Source: an optimization exercise on an open RTL-to-GDS flow (aim: small area and a short achievable clock period). Production flows keep margins and buffers that such runs may drop.
Where RTL was checked, it was by simulation tests only, not by an equivalence proof against the original.

## east
Design ecc80_codec, start of the top module:
module ecc80_codec (
    input  wire        clk,
    input  wire        rst,
    input  wire        enc_valid_i,
    input  wire [63:0] enc_data_i,
    output reg         enc_valid_o,
    output reg  [15:0] enc_check_o,
    input  wire        dec_valid_i,
    input  wire [79:0] dec_cw_i,
    output reg         dec_valid_o,
    output reg  [63:0] dec_data_o,
    output reg  [15:0] dec_check_o,
    output reg  [1:0]  dec_err_o
);
    wire [239:0] ex;
    assign ex[0] = enc_data_i[11] ^ enc_data_i[57];
    assign ex[1] = enc_data_i[49] ^ ex[0];
    assign ex[2] = enc_data_i[1] ^ enc_data_i[10];
    assign ex[3] = enc_data_i[4] ^ enc_data_i[9];
    assign ex[4] = enc_data_i[6] ^ enc_data_i[19];
    assign ex[5] = enc_data_i[12] ^ enc_data_i[45];
    assign ex[6] = enc_data_i[29] ^ enc_data_i[43];
    assign ex[7] = enc_data_i[2] ^ enc_data_i[13];
    assign ex[8] = enc_data_i[21] ^ enc_data_i[22];
    assign ex[9] = enc_data_i[30] ^ enc_data_i[44];
    assign ex[10] = enc_data_i[31] ^ enc_data_i[47];
    assign ex[11] = enc_data_i[23] ^ enc_data_i[24];
    assign ex[12] = enc_data_i[25] ^ enc_data_i[46];
    assign ex[13] = enc_data_i[26] ^ enc_data_i[32];
    assign ex[14] = enc_data_i[27] ^ enc_data_i[48];
    assign ex[15] = enc_data_i[38] ^ enc_data_i[63];
    assign ex[16] = enc_data_i[5] ^ enc_data_i[18];
    assign ex[17] = enc_data_i[50] ^ enc_data_i[53];
    assign ex[18] = enc_data_i[0] ^ enc_data_i[17];
    assign ex[19] = enc_data_i[28] ^ enc_data_i[59];
    assign ex[20] = enc_data_i[20] ^ ex[2];
    assign ex[21] = enc_data_i[52] ^ ex[6];
    assign ex[22] = enc_data_i[58] ^ ex[5];
    assign ex[23] = enc_data_i[61] ^ ex[4];
  ...
Size: about 2,400 cells after synthesis, about 300 flip-flops, about 250 I/O pins, ~18,000 µm² of cells after synthesis.
make LEC_CHECK=0 ABC_AREA=1 CAP_MARGIN=20 CORE_MARGIN=2 CORE_UTILIZATION=55 PLACE_DENSITY=0.7 SLEW_MARGIN=70 finish   # period 22.0 ns
run.sh (not shown) runs the stock make flow with config.mk's settings and CLKGATE_MAP_FILE= SYNTH_SCRIPT=/design/flow/synth_recipe.tcl, a recipe that flattens the netlist after the stock synthesis.
For west, these inputs were changed with respect to east:
-- flow/config.mk --
<<< east, line 6
export NUM_CORES = 4
export LEC_CHECK = 0
export ABC_AREA = 1
export CAP_MARGIN = 20
export CORE_MARGIN = 2
>>> west, line 6
export NUM_CORES = 4
export LEC_CHECK = 0
export CAP_MARGIN = 20
export CORE_MARGIN = 2
Notes after the runs:
- Compared to east, west has slew at the pin closest to its max-slew limit 17 ps higher.
- west: final critical-path share of the clock period 2.8 points above east
- Most common cell after layout, fill and taps aside: sky130_fd_sc_hd__nand2_1 -> east, sky130_fd_sc_hd__xnor2_1 -> west
- Between east and west, met3 capacity usage during global routing is lower for west, east comes in above that.
Function was not checked in any run of this note: the RTL went through the layout flow alone.

---

ecc80_codec, a different RTL version from the one above (not shown whole).
Size in the first run: roughly 1800 cells after synthesis, ~250 I/O pins, roughly 0.017 mm² of cells after synthesis.
// ecc80_codec
module ecc80_codec (
    input  wire        clk,
    input  wire        rst,
    input  wire        enc_valid_i,
    input  wire [63:0] enc_data_i,
    output reg         enc_valid_o,
    output reg  [15:0] enc_check_o,
    input  wire        dec_valid_i,
    input  wire [79:0] dec_cw_i,
    output reg         dec_valid_o,
    output reg  [63:0] dec_data_o,
    output reg  [15:0] dec_check_o,
    output reg  [1:0]  dec_err_o
);
export LEC_CHECK = 0
export CAP_MARGIN = 20
export CORE_MARGIN = 2
export CORE_UTILIZATION = 55
export PLACE_DENSITY = 0.7
export SLEW_MARGIN = 70
create_clock -name core_clock -period 22.0 [get_ports {clk}]
standard.sh (not shown) runs the stock make flow with config.mk's settings and CLKGATE_MAP_FILE= SYNTH_SCRIPT=/design/flow/synth_recipe.tcl, a recipe that flattens the netlist after the stock synthesis.
==> flow/flow/run.sh <==
#!/bin/bash
# The standard layout (the standard.sh), with four changes:
#  - synthesis maps the logic with flow/abc_map.script (an area-oriented ABC
#    mapping: dch, map -a, then ABC's own buffering and sizing) in place of
#    ORFS's abc_speed.script. It runs on a copy of ORFS's scripts folder in
#    which only abc_speed.script is replaced; flip-flops are mapped before ABC
#    runs, so the registers are exactly those of the standard synthesis;
#  - synthesis runs without Yosys's extract_fa (ADDER_MAP_FILE empty), so the
#    parity and GF(2^7) logic is not cut into half-adder cells before ABC;
#  - clock tree synthesis runs without dummy loads (-dont_use_dummy_load),
#    with sink clusters of at most 25 sinks and 70 um;
#  - the buffers that buffer_ports puts on every input and output port are
#    sky130_fd_sc_hd__buf_1 instead of the cell OpenROAD picks by default.
# Each make call's whole output goes to its own log in the work folder
# (synth.log, standard.log); ORFS also keeps each step's log under orfs/logs/.
set -euo pipefail
cd "$(dirname "$0")/.."
rm -rf synth_scripts
cp -r "$FLOW_HOME/scripts" synth_scripts
cp flow/abc_map.script synth_scripts/abc_speed.script
bash standard.sh "ADDER_MAP_FILE=" "SCRIPTS_DIR=$PWD/synth_scripts" synth > synth.log 2>&1
bash standard.sh "ADDER_MAP_FILE=" "BUFFER_PORTS_ARGS=-buffer_cell sky130_fd_sc_hd__buf_1" \
    "CTS_ARGS=-sink_clustering_enable -repair_clock_nets -dont_use_dummy_load -sink_clustering_size 25 -sink_clustering_max_diameter 70" finish > standard.log 2>&1
==> flow/flow/abc_map.script <==
strash
dch
map -a
topo
stime -c
buffer -c
upsize -c
dnsize -c
Rerun with:
SLEW_MARGIN = 85   (was 70)
Result: The changed run ended with an error in global routing; area after synthesis does not change; synthesized cell count stays the same.
Rerun with:
CORE_UTILIZATION = 65   (was 55)
PLACE_DENSITY = 0.8   (was 0.7)
SLEW_MARGIN = 70   (was 85)
Result: The new run passed the timing, DRC and antenna checks. Area after synthesis stays the same. Synthesized cell count is unchanged.

---

Another version of the RTL of ecc80_codec (not shown whole).
Size in the first run: about 1800 cells after synthesis, ~380 flip-flops, roughly 0.017 mm2 of cells after synthesis.
==> flow/config.mk <==
export PLATFORM = sky130hd
export DESIGN_NAME = ecc80_codec
export DESIGN_NICKNAME = ecc80_codec
export VERILOG_FILES = /design/flow/design.v
export SDC_FILE = /design/flow/constraint.sdc
export NUM_CORES = 4
export LEC_CHECK = 0
export CAP_MARGIN = 20
export CORE_MARGIN = 2
export CORE_UTILIZATION = 55
export PLACE_DENSITY = 0.7
export SLEW_MARGIN = 60
==> flow/constraint.sdc <==
create_clock -name core_clock -period 22.0 [get_ports {clk}]
set_input_delay 4.4000 -clock core_clock [delete_from_list [all_inputs] [get_ports {clk}]]
set_output_delay 4.4000 -clock core_clock [all_outputs]
set_load 0.01 [all_outputs]
Scripts as last shown in full above: flow/flow/run.sh, flow/flow/abc_map.script
Next try:
==> flow/flow/abc_map.script (replaced) <==
strash
dch
map -a -B 0.5
topo
stime -c
buffer -c
upsize -c
dnsize -c
- SLEW_MARGIN: 60 -> 70
After rerunning:
- register-to-register slack gets better by 40 ps
- setup slack improves by 37 ps
- worst hold slack degrades by 39 ps
- routed wire length went down by 3.1%
- final cell count fell by 2.2%
Next try:
==> flow/flow/abc_map.script (replaced) <==
strash
dch
map -a
topo
stime -c
buffer -c
upsize -c
dnsize -c
- CORE_UTILIZATION: 55 -> 50
- PLACE_DENSITY: 0.7 -> 0.65
Effect: Sequential share of layout area came out lower by 0.32 points; cell count came out higher by 4.7%; worst hold slack got worse by 61 ps; non-clock buffer count came out lower by 1; setup slack improved by 97 ps; utilization came out lower by 6.6 points; critical path depth came out lower by 22; wire length came out higher by 3.0%; clock-buffer cell count came out higher by 3.

---

run 3:
ecc80_codec, a different RTL version from the one above (not shown whole).
Size in the first run: ~1,800 cells after synthesis, roughly 250 I/O pins, roughly 18,000 µm² of cells after synthesis.
Settings: LEC_CHECK=0, CAP_MARGIN=20, CORE_MARGIN=2, CORE_UTILIZATION=55, CTS_BUF_LIST=sky130_fd_sc_hd__clkbuf_4, CTS_CLUSTER_SIZE=30, PLACE_DENSITY=0.7, SLEW_MARGIN=20; clock period 22.0 ns.
run.sh (not shown) runs the stock make flow with config.mk's settings and CLKGATE_MAP_FILE= SYNTH_SCRIPT=/design/flow/synth_recipe.tcl, a recipe that flattens the netlist after the stock synthesis.
Stock flow here: none of the scripts above is used.
Run 3: flow completed, timing, DRC and antenna clean
## Diff of input files: run 1 against run 3
Settings: SLEW_MARGIN: 20 -> 70; CTS_CLUSTER_SIZE: 30 -> unset; CTS_BUF_LIST: sky130_fd_sc_hd__clkbuf_4 -> unset.
## What came out
On worst-case setup margin in the final layout, run 1 does better than run 3.
Run 1 vs. run 3: final clock period utilization by the worst path went down 1.8 points; routed wire length went up 1500 µm; core utilization went up 3.2 points.
Looking at clock buffer count, run 1 sits 67 lower than run 3 does.
Compared with run 3, run 1 shows first-pass GRT wire length that has gone up by a few percent.
Function was not checked in any run of this note: the RTL went through the layout flow alone.

---

Setup of v21:
Another version of the RTL of ecc80_codec (not shown whole).
Size: ~2000 cells after synthesis.
Settings: LEC_CHECK=0, CAP_MARGIN=20, CORE_MARGIN=2, CORE_UTILIZATION=55, PLACE_DENSITY=0.7, SLEW_MARGIN=70; clock period 22.0 ns.
standard.sh (not shown) runs the stock make flow with config.mk's settings and CLKGATE_MAP_FILE= SYNTH_SCRIPT=/design/flow/synth_recipe.tcl, a recipe that flattens the netlist after the stock synthesis.
==> flow/flow/run.sh <==
#!/bin/bash
# The standard layout (the standard.sh on the ORFS finish target), with one
# change: the buffers that buffer_ports puts on every input and output port are
# sky130_fd_sc_hd__buf_1 instead of the cell OpenROAD picks by default.
# The whole make output goes to standard.log in the work folder; ORFS also
# keeps each step's own log under orfs/logs/.
set -euo pipefail
cd "$(dirname "$0")/.."
bash standard.sh "BUFFER_PORTS_ARGS=-buffer_cell sky130_fd_sc_hd__buf_1" finish > standard.log 2>&1
diff inputs: v21 => v11
==> flow/flow/run.sh <==
#!/bin/bash
# The standard layout (the standard.sh), with four changes:
#  - synthesis maps the logic with flow/abc_map.script (an area-oriented ABC
#    mapping: dch, map -a, then ABC's own buffering and sizing) in place of
#    ORFS's abc_speed.script. It runs on a copy of ORFS's scripts folder in
#    which only abc_speed.script is replaced; flip-flops are mapped before ABC
#    runs, so the registers are exactly those of the standard synthesis;
#  - synthesis runs without Yosys's extract_fa (ADDER_MAP_FILE empty), so the
#    parity and GF(2^7) logic is not cut into half-adder cells before ABC;
#  - clock tree synthesis runs without dummy loads (-dont_use_dummy_load);
#  - the buffers that buffer_ports puts on every input and output port are
#    sky130_fd_sc_hd__buf_1 instead of the cell OpenROAD picks by default.
# Each make call's whole output goes to its own log in the work folder
# (synth.log, standard.log); ORFS also keeps each step's log under orfs/logs/.
set -euo pipefail
cd "$(dirname "$0")/.."
rm -rf synth_scripts
cp -r "$FLOW_HOME/scripts" synth_scripts
cp flow/abc_map.script synth_scripts/abc_speed.script
bash standard.sh "ADDER_MAP_FILE=" "SCRIPTS_DIR=$PWD/synth_scripts" synth > synth.log 2>&1
bash standard.sh "ADDER_MAP_FILE=" "BUFFER_PORTS_ARGS=-buffer_cell sky130_fd_sc_hd__buf_1" \
    "CTS_ARGS=-sink_clustering_enable -repair_clock_nets -dont_use_dummy_load" finish > standard.log 2>&1
==> flow/flow/abc_map.script (new file) <==
strash
dch
map -a
topo
stime -c
buffer -c
upsize -c
dnsize -c
### Flow results
Delta(logic depth of the worst register-to-register path, v11 - v21) > 0. v11 vs. v21: total number of vias went down 1649, post-route fraction of the period consumed by the critical path held. Relative slew slack improves in v11 relative to v21. v11 gives less worst hold slack than v21 did. In the tables for v21 and v11, final-layout clock buffer total reads higher with v21. In v11 the met1 usage turned out 7.6 points lower than in v21. dec_cw_i[71] as the source of the critical timing path was reported by v11, and enc_data_i[45] by v21.
Edits applied to the flow inputs when going from v11 to v57:
==> flow/flow/run.sh <==
#!/bin/bash
# The standard layout (the standard.sh on the ORFS finish target), with two
# changes:
#  - synthesis runs without Yosys's extract_fa (ADDER_MAP_FILE empty), so the
#    parity and GF(2^7) logic is not cut into half-adder cells before ABC;
#  - the buffers that buffer_ports puts on every input and output port are
#    sky130_fd_sc_hd__buf_1 instead of the cell OpenROAD picks by default.
# The whole make output goes to standard.log in the work folder; ORFS also
# keeps each step's own log under orfs/logs/.
set -euo pipefail
cd "$(dirname "$0")/.."
bash standard.sh "ADDER_MAP_FILE=" "BUFFER_PORTS_ARGS=-buffer_cell sky130_fd_sc_hd__buf_1" finish > standard.log 2>&1
removed: flow/flow/abc_map.script
Results
Core utilization: v57 higher than v11
Against v11, v57 comes in 3.0 points higher on relative area change from synthesis to final layout.
Delta (v57 minus v11): horizontal die dimension now larger; worst slew slack as a fraction of its limit now larger.
### v57 -> v40
- a change of SLEW_MARGIN from 70 to 20
==> flow/flow/run.sh <==
#!/bin/bash
# The standard layout (the standard.sh on the ORFS finish target), with one
# change: the buffers that buffer_ports puts on every input and output port are
# sky130_fd_sc_hd__buf_1 instead of the cell OpenROAD picks by default.
# The whole make output goes to standard.log in the work folder; ORFS also
# keeps each step's own log under orfs/logs/.
set -euo pipefail
cd "$(dirname "$0")/.."
bash standard.sh "BUFFER_PORTS_ARGS=-buffer_cell sky130_fd_sc_hd__buf_1" finish > standard.log 2>&1
==> comparison <==
v40 vs v57, mean post-synth cell area went up by 0.94%.
In the tables for v57 and v40, area taken by multi-input logic gates reads lower with v57.
v40 ended with every stage complete and zero timing, DRC or antenna violations.
Inputs modified between v40 and v44:
- swapping 20 for 70 in SLEW_MARGIN
==> flow/flow/run.sh <==
#!/bin/bash
# The standard layout (the standard.sh), with three changes:
#  - synthesis maps the logic with flow/abc_map.script (an area-oriented ABC
#    mapping: dch, map -a, then ABC's own buffering and sizing) in place of
#    ORFS's abc_speed.script. It runs on a copy of ORFS's scripts folder in
#    which only abc_speed.script is replaced; flip-flops are mapped before ABC
#    runs, so the registers are exactly those of the standard synthesis;
#  - synthesis runs without Yosys's extract_fa (ADDER_MAP_FILE empty), so the
#    parity and GF(2^7) logic is not cut into half-adder cells before ABC;
#  - the buffers that buffer_ports puts on every input and output port are
#    sky130_fd_sc_hd__buf_1 instead of the cell OpenROAD picks by default.
# Each make call's whole output goes to its own log in the work folder
# (synth.log, standard.log); ORFS also keeps each step's log under orfs/logs/.
set -euo pipefail
cd "$(dirname "$0")/.."
rm -rf synth_scripts
cp -r "$FLOW_HOME/scripts" synth_scripts
cp flow/abc_map.script synth_scripts/abc_speed.script
bash standard.sh "ADDER_MAP_FILE=" "SCRIPTS_DIR=$PWD/synth_scripts" synth > synth.log 2>&1
bash standard.sh "ADDER_MAP_FILE=" "BUFFER_PORTS_ARGS=-buffer_cell sky130_fd_sc_hd__buf_1" finish > standard.log 2>&1
==> flow/flow/abc_map.script (new file) <==
strash
dch
map -a
topo
stime -c
buffer -c
upsize -c
dnsize -c
[summary]
- Compared to v40, v44 has tap cell count 13% lower.
- Top achievable clock speed was lower in the run labelled v40.
- v44 vs v40: post-route met1 wirelength down by more than 10%
- v44 against v40: post-route clock period utilization now smaller; number of signal-net buffers in the layout now smaller; worst setup margin now larger.

---

RTL: one of the versions met above, not the one the previous note started from.
Size: about 1800 cells after synthesis, about 360 flip-flops, about 17000 um^2 of cells after synthesis.
==> flow/config.mk <==
export PLATFORM = sky130hd
export DESIGN_NAME = ecc80_codec
export DESIGN_NICKNAME = ecc80_codec
export VERILOG_FILES = /design/flow/design.v
export SDC_FILE = /design/flow/constraint.sdc
export NUM_CORES = 4
export LEC_CHECK = 0
export CAP_MARGIN = 20
export CORE_MARGIN = 2
export CORE_UTILIZATION = 55
export PLACE_DENSITY = 0.7
export SLEW_MARGIN = 70
==> flow/constraint.sdc <==
create_clock -name core_clock -period 22.0 [get_ports {clk}]
set_input_delay 4.4000 -clock core_clock [delete_from_list [all_inputs] [get_ports {clk}]]
set_output_delay 4.4000 -clock core_clock [all_outputs]
set_load 0.01 [all_outputs]
==> flow/flow/run.sh <==
#!/bin/bash
# The standard layout (the standard.sh), with four changes:
#  - synthesis maps the logic with flow/abc_map.script (an area-oriented ABC
#    mapping: dch, map -a, then ABC's own buffering and sizing) in place of
#    ORFS's abc_speed.script. It runs on a copy of ORFS's scripts folder in
#    which only abc_speed.script is replaced; flip-flops are mapped before ABC
#    runs, so the registers are exactly those of the standard synthesis;
#  - synthesis runs without Yosys's extract_fa (ADDER_MAP_FILE empty), so the
#    parity and GF(2^7) logic is not cut into half-adder cells before ABC;
#  - clock tree synthesis runs without dummy loads (-dont_use_dummy_load);
#  - the buffers that buffer_ports puts on every input and output port are
#    sky130_fd_sc_hd__buf_1 instead of the cell OpenROAD picks by default.
# Each make call's whole output goes to its own log in the work folder
# (synth.log, standard.log); ORFS also keeps each step's log under orfs/logs/.
set -euo pipefail
cd "$(dirname "$0")/.."
rm -rf synth_scripts
cp -r "$FLOW_HOME/scripts" synth_scripts
cp flow/abc_map.script synth_scripts/abc_speed.script
bash standard.sh "ADDER_MAP_FILE=" "SCRIPTS_DIR=$PWD/synth_scripts" synth > synth.log 2>&1
bash standard.sh "ADDER_MAP_FILE=" "BUFFER_PORTS_ARGS=-buffer_cell sky130_fd_sc_hd__buf_1" \
    "CTS_ARGS=-sink_clustering_enable -repair_clock_nets -dont_use_dummy_load" finish > standard.log 2>&1
==> flow/flow/abc_map.script <==
strash
dch
map -a
topo
stime -c
buffer -c
upsize -c
dnsize -c
The starting point finished with timing, DRC and antenna clean.
Edit:
--- a/flow/flow/run.sh
+++ b/flow/flow/run.sh
@@ -8,5 +8,6 @@
 #  - synthesis runs without Yosys's extract_fa (ADDER_MAP_FILE empty), so the
 #    parity and GF(2^7) logic is not cut into half-adder cells before ABC;
-#  - clock tree synthesis runs without dummy loads (-dont_use_dummy_load);
+#  - clock tree synthesis runs without dummy loads (-dont_use_dummy_load),
+#    with sink clusters of at most 25 sinks and 70 um;
 #  - the buffers that buffer_ports puts on every input and output port are
 #    sky130_fd_sc_hd__buf_1 instead of the cell OpenROAD picks by default.
@@ -20,3 +21,3 @@
 bash standard.sh "ADDER_MAP_FILE=" "SCRIPTS_DIR=$PWD/synth_scripts" synth > synth.log 2>&1
 bash standard.sh "ADDER_MAP_FILE=" "BUFFER_PORTS_ARGS=-buffer_cell sky130_fd_sc_hd__buf_1" \
-    "CTS_ARGS=-sink_clustering_enable -repair_clock_nets -dont_use_dummy_load" finish > standard.log 2>&1
+    "CTS_ARGS=-sink_clustering_enable -repair_clock_nets -dont_use_dummy_load -sink_clustering_size 25 -sink_clustering_max_diameter 70" finish > standard.log 2>&1
SLEW_MARGIN = 40   (was 70)
Result:
- routed wire length falls by 1.7%
- via count is lower by 1.8%

[afterwards: timing with drivers on the ports]
How much do the figures lean on ideal ports? The routed layouts below were timed once more, with nothing changed but the port constraints.
Step 1 sets driving cells, clkbuf_16 on the clock port and buf_2 on the other inputs (assumed; they add their load-dependent delay and slew).
Step 2 adds t to the input delays and takes it off the output delays; t is the mean of the earliest and latest rising clock arrival at the registers after step 1. Input paths then give back, and output paths get back, about the clock's delay inside the block.
Slacks: ideal ports / drivers / drivers and shift; pairs: ideal ports / drivers.
run | t (ns) | setup slack, ns | hold WS [ns] | clock arrival spread, ns
east | 0.621 | 13.825 / 13.849 / 13.228 | 0.311 / 0.311 / 0.311 | 0.038 / 0.038
west | 0.637 | 13.206 / 13.227 / 12.591 | 0.318 / 0.318 / 0.318 | 0.027 / 0.027
the first run of note 2 | 0.561 | 16.224 / 16.244 / 15.682 | 0.268 / 0.268 / 0.268 | 0.088 / 0.087
the third run of note 2 | 0.559 | 16.187 / 16.187 / 15.669 | 0.280 / 0.280 / 0.280 | 0.070 / 0.069
the first run of note 3 | 0.583 | 16.294 / 16.294 / 15.903 | 0.317 / 0.317 / 0.317 | 0.073 / 0.073
the second run of note 3 | 0.576 | 16.331 / 16.331 / 16.063 | 0.278 / 0.278 / 0.278 | 0.086 / 0.086
the third run of note 3 | 0.589 | 16.427 / 16.373 / 16.054 | 0.218 / 0.218 / 0.218 | 0.129 / 0.129
run 3 | 0.811 | 15.101 / 15.101 / 15.101 | 0.376 / 0.376 / 0.376 | 0.060 / 0.060
run 1 | 0.583 | 15.495 / 15.495 / 15.495 | 0.382 / 0.382 / 0.382 | 0.026 / 0.025
v21 | 0.588 | 16.245 / 16.277 / 15.689 | 0.298 / 0.298 / 0.298 | 0.038 / 0.038
v11 | 0.525 | 16.266 / 16.285 / 15.760 | 0.286 / 0.286 / 0.286 | 0.078 / 0.078
v57 | 0.574 | 16.184 / 16.213 / 15.639 | 0.325 / 0.325 / 0.325 | 0.025 / 0.026
v40 | 0.581 | 16.027 / 16.047 / 15.477 | 0.325 / 0.325 / 0.325 | 0.025 / 0.026
v44 | 0.558 | 16.306 / 16.323 / 15.764 | 0.314 / 0.314 / 0.314 | 0.037 / 0.037
the first run of note 6 | 0.540 | 16.037 / 16.065 / 15.524 | 0.312 / 0.312 / 0.312 | 0.095 / 0.095
the second run of note 6 | 0.563 | 15.786 / 15.786 / 15.438 | 0.262 / 0.262 / 0.262 | 0.098 / 0.098
After both steps every run listed still meets setup and hold. The setup slack of west, which loses most, moves by +0.021 ns with the drivers and by -0.615 ns with both steps.
